What follows belongs to an exercise in optimizing a design on an open flow for small area, a short achievable clock period and few clock cycles; a production flow would make more cautious choices. Only simulation tests tie the RTL to the original design; equivalence was not proved. Power and IR drop assume default switching activity.

[flow/run.sh]
#!/bin/bash
# synth_recipe.tcl (not shown) runs the flow's synth.tcl, then flattens the netlist and writes it again
# the make line also repeats each setting of config.mk as NAME=value (left out here)
make -C /OpenROAD-flow-scripts/flow DESIGN_CONFIG=/design/flow/config.mk WORK_HOME=/design/flow/orfs CLKGATE_MAP_FILE= SYNTH_SCRIPT=/design/flow/synth_recipe.tcl finish
[flow/config.mk]
export PLATFORM = sky130hd
export DESIGN_NAME = zone_motion
export DESIGN_NICKNAME = zone_motion
export VERILOG_FILES = /design/flow/design.v
export SDC_FILE = /design/flow/constraint.sdc
export NUM_CORES = 4
export LEC_CHECK = 0
export CAP_MARGIN = 20
export CORE_MARGIN = 2
export CORE_UTILIZATION = 40
export SLEW_MARGIN = 20
[flow/constraint.sdc]
create_clock -name core_clock -period 8.0 [get_ports {clk}]
set_input_delay 1.6000 -clock core_clock [delete_from_list [all_inputs] [get_ports {clk}]]
set_output_delay 1.6000 -clock core_clock [all_outputs]
set_load 0.01 [all_outputs]
[flow/design.v]
module zone_motion (
    input  wire        clk,
    input  wire        rst,          
    input  wire        cell_valid,
    output wire        cell_ready,
    input  wire [23:0] cell_c,
    input  wire [23:0] cell_r,
    input  wire        cell_has,
    input  wire        cell_init,
    output wire        out_valid,
    output wire [23:0] out_r,
    output wire        motion_valid,
    output wire [7:0]  motion
);
    localparam [1:0] S_IDLE = 2'd0,
                     S_DIV  = 2'd1,
                     S_OUT  = 2'd2;
    localparam integer FRAC = 12;
    localparam integer NB   = 24 + FRAC;    
    reg [1:0]    state;
    reg [3:0]    cell_idx;
    reg [31:0]   qsum;        
    reg [23:0]   rnew;
    reg [23:0]   divisor;
    reg [NB-1:0] dividend;    
    reg [NB-1:0] quot;
    reg [24:0]   rem;
    reg [5:0]    count;
    assign cell_ready = (state == S_IDLE);
    wire accept = cell_valid && cell_ready;
    wire [23:0] diff    = (cell_c >= cell_r) ? (cell_c - cell_r) : (cell_r - cell_c);
    wire [23:0] dsr     = (cell_r < 24'd256) ? 24'd256 : cell_r;
    wire signed [24:0] delta = $signed({1'b0, cell_c}) - $signed({1'b0, cell_r});
    wire signed [24:0] step  = delta >>> 4;
    wire [24:0] r_upd   = {1'b0, cell_r} + step;
    wire [23:0] r_next  = !cell_has ? cell_r :
                          cell_init ? cell_c : r_upd[23:0];
    wire        do_div  = cell_has && !cell_init;
    wire [24:0] rem_sh  = {rem[23:0], dividend[NB-1]};
    wire        fits    = rem_sh >= {1'b0, divisor};
    wire [24:0] rem_nx  = fits ? (rem_sh - {1'b0, divisor}) : rem_sh;
    always @(posedge clk) begin
        if (rst) begin
            state    <= S_IDLE;
            cell_idx <= 4'd0;
            qsum     <= 32'd0;
        end else begin
            case (state)
                S_IDLE: begin
                    if (accept) begin
                        rnew     <= r_next;
                        divisor  <= dsr;
                        dividend <= {diff, {FRAC{1'b0}}};
                        quot     <= {NB{1'b0}};
                        rem      <= 25'd0;
                        count    <= NB[5:0];
                        state    <= do_div ? S_DIV : S_OUT;
                    end
                end
                S_DIV: begin
                    rem      <= rem_nx;
                    dividend <= {dividend[NB-2:0], 1'b0};
                    quot     <= {quot[NB-2:0], fits};
                    count    <= count - 6'd1;
                    if (count == 6'd1)
                        state <= S_OUT;
                end
                S_OUT: begin
                    cell_idx <= cell_idx + 4'd1;
                    qsum     <= (cell_idx == 4'd15) ? 32'd0 : qsum + quot[31:0];    
                    state    <= S_IDLE;
                end
                default: state <= S_IDLE;
            endcase
        end
    end
    wire [32:0] total   = {1'b0, qsum} + {1'b0, quot[31:0]} + 33'd128;
    wire [24:0] mscaled = total[32:8];
    assign out_valid    = (state == S_OUT);
    assign out_r        = rnew;
    assign motion_valid = (state == S_OUT) && (cell_idx == 4'd15);
    assign motion       = (mscaled > 25'd255) ? 8'd255 : mscaled[7:0];
endmodule
==> impl_metrics.prom <==
# TYPE chip_impl_metric gauge
chip_impl_metric{name="die_width",unit="µm"} 199
chip_impl_metric{name="synth-edff-count",unit=""} 134
chip_impl_metric{name="drcViolationCount",unit=""} 0
chip_impl_metric{name="peakVddDrop",unit="mV"} 0.154
chip_impl_info{name="yosys_most_used_dff",value="sky130_fd_sc_hd__edfxtp_1"} 1
chip_impl_metric{name="synthesis.area_per_instance",unit="µm²"} 8.79
chip_impl_info{name="cts-root-buf",value="sky130_fd_sc_hd__clkbuf_16"} 1
chip_impl_metric{name="route.vias.total",unit=""} 12600
chip_impl_metric{name="dpl.hpwl",unit="µm"} 30400
chip_impl_metric{name="final.fill_count",unit=""} 3638
chip_impl_metric{name="die-area",unit="µm²"} 39600
chip_impl_info{name="unrepaired_setup_endpoints_after_global_routing",value="no"} 1
chip_impl_metric{name="cap_viol_max_count",unit=""} 0
chip_impl_metric{name="finish.net_count",unit=""} 2016
chip_impl_metric{name="globalRoute.totalOverflow",unit=""} 0
chip_impl_metric{name="clock_path_buffers",unit=""} 2
chip_impl_metric{name="final_count_of_hold_timing_violations",unit=""} 0
chip_impl_metric{name="r2r_setup_slack",unit="ps"} 4030
chip_impl_metric{name="ys_seq_elements",unit=""} 172
chip_impl_info{name="crit_path_frequent_cell",value="sky130_fd_sc_hd__a21o_1"} 1
chip_impl_metric{name="clock_power_share",unit="%"} 28.7
chip_impl_metric{name="cts_buffers",unit=""} 17
chip_impl_metric{name="layout-drive-gt1-share",unit="%"} 3.93
chip_impl_metric{name="final_antenna_net_count",unit=""} 0
chip_impl_info{name="crit_family",value="compound AO/OA/AOI/OAI gates"} 1
chip_impl_metric{name="diodes_inserted",unit=""} 0
chip_impl_info{name="start_kind",value="input port"} 1
chip_impl_metric{name="reg2reg_depth",unit=""} 12
chip_impl_metric{name="crit_fanout",unit=""} 9
chip_impl_info{name="tritoncts",value="built"} 1
chip_impl_info{name="crit_slowest_cell",value="sky130_fd_sc_hd__clkdlybuf4s50_1"} 1
chip_impl_metric{name="syn_nets",unit=""} 1978
chip_impl_metric{name="worst_pin_slew",unit="ps"} 1050
chip_impl_metric{name="achievable-frequency",unit="MHz"} 160
chip_impl_metric{name="clock_latency_on_the_worst_skew_pair",unit="ps"} 450
chip_impl_metric{name="power_report.internal_total",unit="W"} 0.00190
chip_impl_metric{name="avgViaCountPerCell",unit=""} 5.49
chip_impl_metric{name="power_switching",unit="W"} 0.000994
chip_impl_metric{name="initialDrtViolationCount",unit=""} 1078
chip_impl_metric{name="die_height",unit="µm"} 199
chip_impl_metric{name="synth-async-reset-ratio",unit="%"} 0
chip_impl_metric{name="syn_area",unit="µm²"} 15200
chip_impl_info{name="hold_class",value="flip-flop to flip-flop"} 1
chip_impl_metric{name="power.share.sequential",unit="%"} 37.0
chip_impl_metric{name="period_share",unit="%"} 78.3
chip_impl_metric{name="grt_max_degree",unit=""} 67
chip_impl_metric{name="rows",unit=""} 71
chip_impl_metric{name="detail_route.first_pass.iterations",unit=""} 5
chip_impl_info{name="hold_end",value="qsum[0]"} 1
chip_impl_metric{name="synth_mux_area_share",unit="%"} 1.98
chip_impl_info{name="run_status",value="no timing/DRC/antenna violations"} 1
chip_impl_metric{name="first_global_vias",unit=""} 12500
chip_impl_metric{name="synth_fa_ha_area_share",unit="%"} 17.9
chip_impl_info{name="crit_chain",value="clkdlybuf4s50_1, inv_1, ha_1, a21o_1, or3_1, o2111ai_1, nand2_1, a21oi_1, o21ai_0, xor2_1, ha_1, a21o_1, a21o_1, a21o_1, a21oi_1, a21boi_0, a221oi_1, xor2_1, o21ai_0, nand2_1, o21ai_0"} 1
chip_impl_info{name="setup.worst_path.class",value="input port to flip-flop"} 1
chip_impl_metric{name="power.total",unit="W"} 0.00289
chip_impl_metric{name="yosys.area_share.xor_xnor",unit="%"} 7.15
chip_impl_metric{name="worst_clock_skew_on_the_final_layout",unit="ps"} 14.0
chip_impl_metric{name="grt_pass1_wl",unit="µm"} 64800
chip_impl_metric{name="synth_sequential_area_ratio",unit="%"} 31.5
chip_impl_metric{name="routabilityCongestion",unit=""} 0.887
chip_impl_metric{name="cp.arrival",unit="ps"} 6450
chip_impl_metric{name="synth-compound-area-share",unit="%"} 20.1
chip_impl_metric{name="cts_num_sinks",unit=""} 172
chip_impl_metric{name="floorplan.io_pins",unit=""} 88
chip_impl_metric{name="finalMaxSlewViolations",unit=""} 0
chip_impl_metric{name="buffer_ports.inserted",unit=""} 87
chip_impl_metric{name="buffer_and_inverter_count_on_the_worst_path",unit=""} 2
chip_impl_metric{name="worst_hold_path.num_cells",unit=""} 2
chip_impl_metric{name="drt-total-wl",unit="µm"} 39900
chip_impl_metric{name="syn2layout_area_growth",unit="%"} 12.4
chip_impl_metric{name="post_cts_sizing",unit=""} 0
chip_impl_metric{name="synthesis.instances",unit=""} 1728
chip_impl_metric{name="synthDistinctLibCells",unit=""} 84
chip_impl_metric{name="initial_antenna_violation_count",unit=""} 0
chip_impl_metric{name="htree_num_levels",unit=""} 4
chip_impl_metric{name="static-leakage-power",unit="nW"} 7.10
chip_impl_metric{name="avgRoutedWirePerCell",unit="µm"} 17.4
chip_impl_metric{name="cp_data_required_time",unit="ps"} 8180
chip_impl_metric{name="synthSimpleGateAreaFrac",unit="%"} 16.1
chip_impl_info{name="reg2reg_to",value="rem[16]"} 1
chip_impl_metric{name="initial_core_util",unit="%"} 40.4
chip_impl_metric{name="finalSetupViolCount",unit=""} 0
chip_impl_metric{name="quantity_of_hold_fixing_buffers_added_after_cts",unit=""} 0
chip_impl_info{name="combinational_family_with_the_most_area_after_synthesis",value="compound AO/OA/AOI/OAI gates"} 1
chip_impl_metric{name="fp.coreArea",unit="µm²"} 37600
chip_impl_metric{name="swShare",unit="%"} 34.4
chip_impl_info{name="critPathCaptureType",value="flip-flop"} 1
chip_impl_info{name="rr_startpoint",value="divisor[1]"} 1
chip_impl_metric{name="power_per_cell_area",unit="nW/µm²"} 169
chip_impl_metric{name="post-cts-setup-buffer-count",unit=""} 0
chip_impl_metric{name="clk_pin_slew_worst_paths",unit="ps"} 70
chip_impl_metric{name="max-slew-margin-rel",unit="%"} 30.0
chip_impl_metric{name="power.combinational.fraction",unit="%"} 34.3
chip_impl_metric{name="fin_crit",unit="ps"} 6270
chip_impl_metric{name="delay_of_the_slowest_cell_on_the_worst_path",unit="ps"} 510
chip_impl_info{name="min-delay-start",value="qsum[0]"} 1
chip_impl_metric{name="syn_warnings",unit=""} 1
chip_impl_metric{name="grtUsageTotal",unit="%"} 20.7
chip_impl_metric{name="finalSetupTns",unit="ps"} 0
-- sequential cells by signal, summed over array words and instances, names as in the netlist --
signal and count:
count 6, state 2, quot 32, dividend 24, rem 24, qsum 32, rnew 24, divisor 24
cell_idx 4
-- worst min-delay path: stages (launching register included) --
cell                      delay (ps)
sky130_fd_sc_hd__dfxtp_1         310
sky130_fd_sc_hd__nand2_1          50
sky130_fd_sc_hd__a21oi_1          50
-- Yosys cell counts, types with 5 or more instances --
| master | number | share of area (%) |
|---|---|---|
| sky130_fd_sc_hd__nor2_1 | 157 | 3.9 |
| sky130_fd_sc_hd__o22ai_1 | 6 | 0.25 |
| sky130_fd_sc_hd__nand3_1 | 37 | 1.2 |
| sky130_fd_sc_hd__and2_1 | 42 | 1.7 |
| sky130_fd_sc_hd__ha_1 | 164 | 14 |
| sky130_fd_sc_hd__a22oi_1 | 16 | 0.79 |
| sky130_fd_sc_hd__o21bai_1 | 17 | 0.84 |
| sky130_fd_sc_hd__buf_2 | 6 | 0.20 |
| sky130_fd_sc_hd__nand4_1 | 16 | 0.66 |
| sky130_fd_sc_hd__a221oi_1 | 5 | 0.29 |
| sky130_fd_sc_hd__nor3_1 | 22 | 0.72 |
| sky130_fd_sc_hd__o2111ai_1 | 6 | 0.35 |
| sky130_fd_sc_hd__o21ai_0 | 88 | 2.9 |
| sky130_fd_sc_hd__nand2b_1 | 13 | 0.54 |
| sky130_fd_sc_hd__or2_2 | 6 | 0.25 |
| sky130_fd_sc_hd__o21a_1 | 19 | 0.94 |
| sky130_fd_sc_hd__o21ai_1 | 12 | 0.40 |
| sky130_fd_sc_hd__nand2_1 | 155 | 3.8 |
| sky130_fd_sc_hd__xor2_1 | 51 | 2.9 |
| sky130_fd_sc_hd__nor2b_1 | 20 | 0.82 |
| sky130_fd_sc_hd__a211oi_1 | 13 | 0.64 |
| sky130_fd_sc_hd__dfxtp_1 | 38 | 5.0 |
| sky130_fd_sc_hd__nor4_1 | 9 | 0.37 |
| sky130_fd_sc_hd__a21oi_1 | 132 | 4.3 |
| sky130_fd_sc_hd__and3_1 | 13 | 0.54 |
| sky130_fd_sc_hd__clkbuf_1 | 62 | 1.5 |
| sky130_fd_sc_hd__inv_1 | 132 | 3.3 |
| sky130_fd_sc_hd__o211ai_1 | 11 | 0.54 |
| sky130_fd_sc_hd__a21o_1 | 45 | 2.2 |
| sky130_fd_sc_hd__fa_1 | 33 | 4.3 |
| sky130_fd_sc_hd__or3_1 | 7 | 0.29 |
| sky130_fd_sc_hd__a31oi_1 | 37 | 1.5 |
| sky130_fd_sc_hd__xnor2_1 | 73 | 4.2 |
| sky130_fd_sc_hd__buf_1 | 7 | 0.17 |
| sky130_fd_sc_hd__edfxtp_1 | 134 | 26 |
| sky130_fd_sc_hd__o31a_1 | 6 | 0.35 |
| sky130_fd_sc_hd__nand3b_1 | 5 | 0.25 |
| sky130_fd_sc_hd__mux2i_1 | 29 | 1.9 |
| sky130_fd_sc_hd__o31ai_1 | 5 | 0.25 |
-- layout make-up --
cell class / instances / area, µm² / share of cell area, %
clock buffers: 23 / 500 / 2.93
clock inverters: 9 / 75.1 / 0.440
inverters: 135 / 507 / 2.97
multi-input cells: 1343 / 9620 / 56.3
flip-flops and latches: 172 / 4780 / 28.0
well taps: 511 / 639 / 3.74
repair buffers: 97 / 953 / 5.58
-- worst max path at each step --
| stage | start | cells after the start | end |
|---|---|---|---|
| finish | cell_c[7] | 21 | rnew[22] |
| global route | cell_c[7] | 21 | rnew[22] |
| CTS | quot[22] | 14 | motion[7] |
| detailed placement | cell_c[7] | 21 | rnew[22] |
| global placement | cell_c[7] | 21 | rnew[22] |
| floorplan | rst | 2 | count[0] |
-- layout by cell type, fill, tap and decap left out, types with 12 or more instances in the layout --
master	instances
sky130_fd_sc_hd__ha_1	164
sky130_fd_sc_hd__nor2_1	155
sky130_fd_sc_hd__nand2_1	155
sky130_fd_sc_hd__edfxtp_1	134
sky130_fd_sc_hd__inv_1	132
sky130_fd_sc_hd__a21oi_1	132
sky130_fd_sc_hd__o21ai_0	88
sky130_fd_sc_hd__clkdlybuf4s50_1	87
sky130_fd_sc_hd__xnor2_1	73
sky130_fd_sc_hd__xor2_1	51
sky130_fd_sc_hd__a21o_1	45
sky130_fd_sc_hd__and2_1	42
sky130_fd_sc_hd__dfxtp_1	38
sky130_fd_sc_hd__a31oi_1	37
sky130_fd_sc_hd__nand3_1	37
sky130_fd_sc_hd__fa_1	33
sky130_fd_sc_hd__mux2i_1	29
sky130_fd_sc_hd__nor3_1	21
sky130_fd_sc_hd__nor2b_1	19
sky130_fd_sc_hd__o21a_1	19
sky130_fd_sc_hd__clkbuf_16	19
sky130_fd_sc_hd__o21bai_1	17
sky130_fd_sc_hd__nand4_1	16
sky130_fd_sc_hd__a22oi_1	16
sky130_fd_sc_hd__and3_1	13
sky130_fd_sc_hd__a211oi_1	13
sky130_fd_sc_hd__nand2b_1	12
sky130_fd_sc_hd__o21ai_1	12
-- kinds of logic after synthesis --
| kind of cell | count (synthesis) |
|---|---|
| compound gates | 474 |
| xor+xnor | 124 |
| fa+ha+maj | 197 |
| buf+inv | 213 |
| flops | 172 |
| mux | 30 |
| simple gates | 518 |
-- metrics by stage --
step / instance area [µm²] / util (%) / hold WS (ps) / cells / worst slack (ps)
global route: 17100 / 45.5 / 496 / 2290 / 1330
global placement: 16500 / 43.9 / 446 / 2257 / 1520
finish: 17100 / 45.5 / 463 / 2290 / 1730
CTS: 17100 / 45.4 / 466 / 2289 / 1750
detailed placement: 16500 / 43.9 / 456 / 2257 / 1370
floorplan: 15200 / - / 436 / 1728 / 2330
-- per-layer routing --
metal  vias to the layer above  track usage (%)  wire [µm]  part of all wire, %
li1                       6217                -          -                    -
met1                      6036             27.6      19000                   47
met2                       274             35.7      19100                   48
met3                        36             2.68       1310                  3.3
met4                         0             4.62        533                  1.3
met5                         -                0          0                    0
-- power by group through the flow --
stage	combinational, W	sequential [W]	clock (W)
floorplan	0.000728	0.00109	0
global placement	0.000973	0.00109	0
detailed placement	0.000981	0.00109	0
CTS	0.000986	0.00107	0.000846
global route	0.00111	0.00108	0.000883
finish	0.000993	0.00107	0.000829
Testbench counts, summed over its fixed seeds: cycles 741,592.

## port drivers added, routing unchanged
Ports are ideal in the flow. The routed layout listed here was re-timed in OpenROAD. Step 1: set_driving_cell puts a clkbuf_16 on clk and a buf_2 on each other input, an assumption about the parent block. Step 2 times the ports against the registers' clock, not the clock port: input delays grow and output delays shrink by t, the midpoint of the rising clock arrivals with the driver on. Three values: no drivers, after step 1, after step 2; two values: the first two.
t (ns): 0.491
setup WS [ns]: 1.734 / 1.761 / 1.270
worst setup path at the end: input to register
worst slew at a driven data input, ns: 0.05
After both steps this run still meets setup and hold. The setup slack of this run moves by +0.027 ns with the drivers and by -0.464 ns with both steps.
